Background: an optimization exercise with open tools, aiming at small area, a short achievable clock period and few clock cycles. Do not read the settings as production practice. At most, simulation tests tie the RTL to the original design; equivalence was not proved. Power figures rest on the tool's default switching activity, not on a simulated workload.

== orange ==
## mxenc
module mxenc (
    input  wire         clk,
    input  wire         rst,           
    input  wire         in_valid,
    output wire         in_ready,
    input  wire [31:0]  in_data,       
    input  wire [3:0]   in_fmt,        
    input  wire [3:0]   in_ctl,        
    output reg          out_valid,
    input  wire         out_ready,
    output reg  [7:0]   out_scale,
    output wire [255:0] out_data,
    output reg  [3:0]   out_flags,     
    output reg          out_err        
);
Size: ~2100 cells after synthesis, about 870 flip-flops, roughly 29000 sq um of cells after synthesis.
Settings: LEC_CHECK=0, CAP_MARGIN=20, CORE_MARGIN=2, CORE_UTILIZATION=55, CTS_BUF_LIST=sky130_fd_sc_hd__clkbuf_8, CTS_CLUSTER_DIAMETER=55, CTS_CLUSTER_SIZE=18, PLACE_DENSITY=0.65, SLEW_MARGIN=20, SYNTH_HIERARCHICAL=0; clock period 24.0 ns.
standard.sh (not shown) runs the stock make flow with config.mk's settings and CLKGATE_MAP_FILE= SYNTH_SCRIPT=/design/flow/synth_recipe.tcl, a recipe that flattens the netlist after the stock synthesis.
==> flow/flow/run.sh <==
#!/bin/bash
# The standard layout, with the port buffers built from plain buffers
# (buf_2) instead of the cell buffer_ports picks by itself.
set -euo pipefail
export BUFFER_PORTS_ARGS="-buffer_cell sky130_fd_sc_hd__buf_2"
bash standard.sh > standard.log 2>&1
The following lists how red was set up differently from orange:
-- flow/design.v --
<<< orange, line 1
module mx_src_pack (
    input  wire [31:0] x,
    input  wire [5:0]  nsh,     
    output wire [1:0]  cls,     
    output wire [8:0]  xs,
>>> red, line 1
module mx_src_pack (
    input  wire [31:0] x,
    input  wire [4:0]  nsh,
    output wire [1:0]  cls,     
    output wire [8:0]  xs,
<<< orange, line 12
    wire        f_zero = ~|f;
    assign cls = e_max ? (f_zero ? 2'd2 : 2'd3) : (e_zero && f_zero) ? 2'd1 : 2'd0;
    assign xs  = e_zero ? {{3{nsh[5]}}, nsh} : {1'b0, e};
    assign fr  = e_zero ? {f[21:15], |f[14:0]} : {f[22:16], |f[15:0]};
endmodule
>>> red, line 12
    wire        f_zero = ~|f;
    assign cls = e_max ? (f_zero ? 2'd2 : 2'd3) : (e_zero && f_zero) ? 2'd1 : 2'd0;
    assign xs  = e_zero ? (9'd0 - {4'b0, nsh}) : {1'b0, e};
    assign fr  = e_zero ? {f[21:15], |f[14:0]} : {f[22:16], |f[15:0]};
endmodule
<<< orange, line 94
    end
    wire       inc  = !rtz && g && (st || pre[0]);
    wire       neg  = is_int && s;
    wire [7:0] v    = (pre ^ {8{neg}}) + {7'b0, inc ^ neg};
    wire       ovf  = ({1'b0, pre} > {2'b0, maxcode}) || (pre == {1'b0, maxcode} && inc);
    wire       zr   = (pre == 8'd0) && !inc;
    wire [7:0] sgn = {7'b0, s} << wm1;
    wire [7:0] sat = is_int ? (s ? 8'h81 : 8'h7F) : (sgn | {1'b0, maxcode});
    always @(*) begin
        code = 8'h00;
>>> red, line 94
    end
    wire       inc  = !rtz && g && (st || pre[0]);
    wire [7:0] cm   = pre + {7'b0, inc};
    wire       ovf  = cm > {1'b0, maxcode};
    wire       zr   = (cm == 8'd0);
    wire [7:0] sgn = {7'b0, s} << wm1;
    wire [7:0] sat = is_int ? (s ? 8'h81 : 8'h7F) : (sgn | {1'b0, maxcode});
    wire [7:0] int_code = s ? (8'd0 - cm) : cm;
    always @(*) begin
        code = 8'h00;
<<< orange, line 133
                    f_nx = g || st;
                    f_uf = zr;
                    code = is_int ? v : (sgn | v);
                end
            end
>>> red, line 133
                    f_nx = g || st;
                    f_uf = zr;
                    code = is_int ? int_code : (sgn | cm);
                end
            end
<<< orange, line 178
    reg [5:0]  i0_cfg;
    reg        i0_v;
    reg [5:0]  nsh;                 
    wire       i0_un = (i0_d[30:23] == 8'd0) && (i0_d[22:0] != 23'd0) && !i0_d[22];
    always @(posedge clk) begin
>>> red, line 178
    reg [5:0]  i0_cfg;
    reg        i0_v;
    reg [4:0]  nsh;                 
    wire       i0_un = (i0_d[30:23] == 8'd0) && (i0_d[22:0] != 23'd0) && !i0_d[22];
    always @(posedge clk) begin
<<< orange, line 184
            i0_d   <= in_data;
            i0_cfg <= in_cfg;
            nsh    <= 6'd0;
        end else if (i0_v && i0_un) begin
            i0_d[22:0] <= {i0_d[21:0], 1'b0};
            nsh        <= nsh - 6'd1;
        end
    end
>>> red, line 184
            i0_d   <= in_data;
            i0_cfg <= in_cfg;
            nsh    <= 5'd0;
        end else if (i0_v && i0_un) begin
            i0_d[22:0] <= {i0_d[21:0], 1'b0};
            nsh        <= nsh + 5'd1;
        end
    end
<<< orange, line 348
    wire       d1_first = (dcnt == 5'd1);
    wire       d1_last  = (dcnt == 5'd0);
    wire [1:0] d1_idx   = dcnt[1:0] - 2'd1;    
    reg  [9:0] rr;                  
    wire [12:0] hq    = ring[0];
>>> red, line 348
    wire       d1_first = (dcnt == 5'd1);
    wire       d1_last  = (dcnt == 5'd0);
    wire [4:0] d1_idx   = dcnt - 5'd1;
    reg  [9:0] rr;                  
    wire [12:0] hq    = ring[0];
<<< orange, line 363
    end
    wire [1:0] d1_sc  = d1_m[7:6];
    wire       early  = (dcnt != 5'd0) && (dcnt <= a_lc);    
    wire [2:0] al_cls = d1_spc ? ((d1_sc == 2'd3) ? 3'd4 : {1'b0, d1_sc + 2'd1}) :
                        early ? 3'd4 : 3'd0;
>>> red, line 363
    end
    wire [1:0] d1_sc  = d1_m[7:6];
    wire       early  = (d1_idx < a_lc);
    wire [2:0] al_cls = d1_spc ? ((d1_sc == 2'd3) ? 3'd4 : {1'b0, d1_sc + 2'd1}) :
                        early ? 3'd4 : 3'd0;
<<< orange, line 392
            d2_cls   <= al_cls;
            d2_pre   <= al_pre;
            d2_idx   <= d1_idx;
            d2_first <= d1_first;
            d2_last  <= d1_last;
>>> red, line 392
            d2_cls   <= al_cls;
            d2_pre   <= al_pre;
            d2_idx   <= d1_idx[1:0];
            d2_first <= d1_first;
            d2_last  <= d1_last;
<<< orange, line 449
                         a_err ? 2'd0 : (a_fsel == 3'd2 || a_fsel == 3'd3) ? 2'd1 :
                         (a_fsel == 3'd4) ? 2'd2 : 2'd0;
    wire   d1_emit = (d1_wsel == 2'd1) ? (d1_idx != 2'd0) :
                     (d1_wsel == 2'd2) ? d1_idx[0] : !d1_first;
    assign stall_n = out_valid_n && (stall ? emit : (d1_v && d1_emit));
>>> red, line 449
                         a_err ? 2'd0 : (a_fsel == 3'd2 || a_fsel == 3'd3) ? 2'd1 :
                         (a_fsel == 3'd4) ? 2'd2 : 2'd0;
    wire   d1_emit = (d1_wsel == 2'd1) ? (d1_idx[1:0] != 2'd0) :
                     (d1_wsel == 2'd2) ? d1_idx[0] : !d1_first;
    assign stall_n = out_valid_n && (stall ? emit : (d1_v && d1_emit));
[summary]
- Worst max-slew margin expressed relative to the limit was higher in red than in orange.
- Routed wire in red totals less than in orange.
- For power consumed by sequential cells, orange and red come out practically identical.
- The flip-flop and latch area on red is in line with that on orange.
- When the final numbers for orange and red were put side by side, the setup slack turned out to be smaller in orange.
- Compared with orange, in red first-iteration DRC count -about 2.3%, core utilization barely changed.
- red: all stages complete, timing, DRC and antenna checks passed
Testbench counts of red, summed over its fixed seeds: cycles 12,576.
No functional check of the RTL was part of orange.

==> afterwards: timing with drivers on the ports <==
The flow's constraints put no driver on any port. The routed layouts listed below were extracted and timed again, unchanged, in two steps. Step 1 sets driving cells, clkbuf_16 on the clock port and buf_2 on the other inputs (assumed; they add their load-dependent delay and slew). Step 2 times the ports against the registers' clock, not the clock port: input delays grow and output delays shrink by t, the midpoint of the rising clock arrivals with the driver on. Slacks: no drivers / after step 1 / after step 2; pairs: no drivers / after step 1.
run	t, ns	setup WS [ns]	hold slack, ns	worst setup path at the end	worst data-port slew with drivers (ns)
orange	0.776	17.787 / 17.728 / 17.249	0.301 / 0.301 / 0.301	input to register	0.06
red	0.754	17.816 / 17.764 / 17.484	0.321 / 0.321 / 0.321	input to register	0.07
After both steps setup and hold are still met in every run listed. For orange, which loses most, drivers alone change the setup slack by -0.059 ns; drivers and shift together by -0.538 ns.
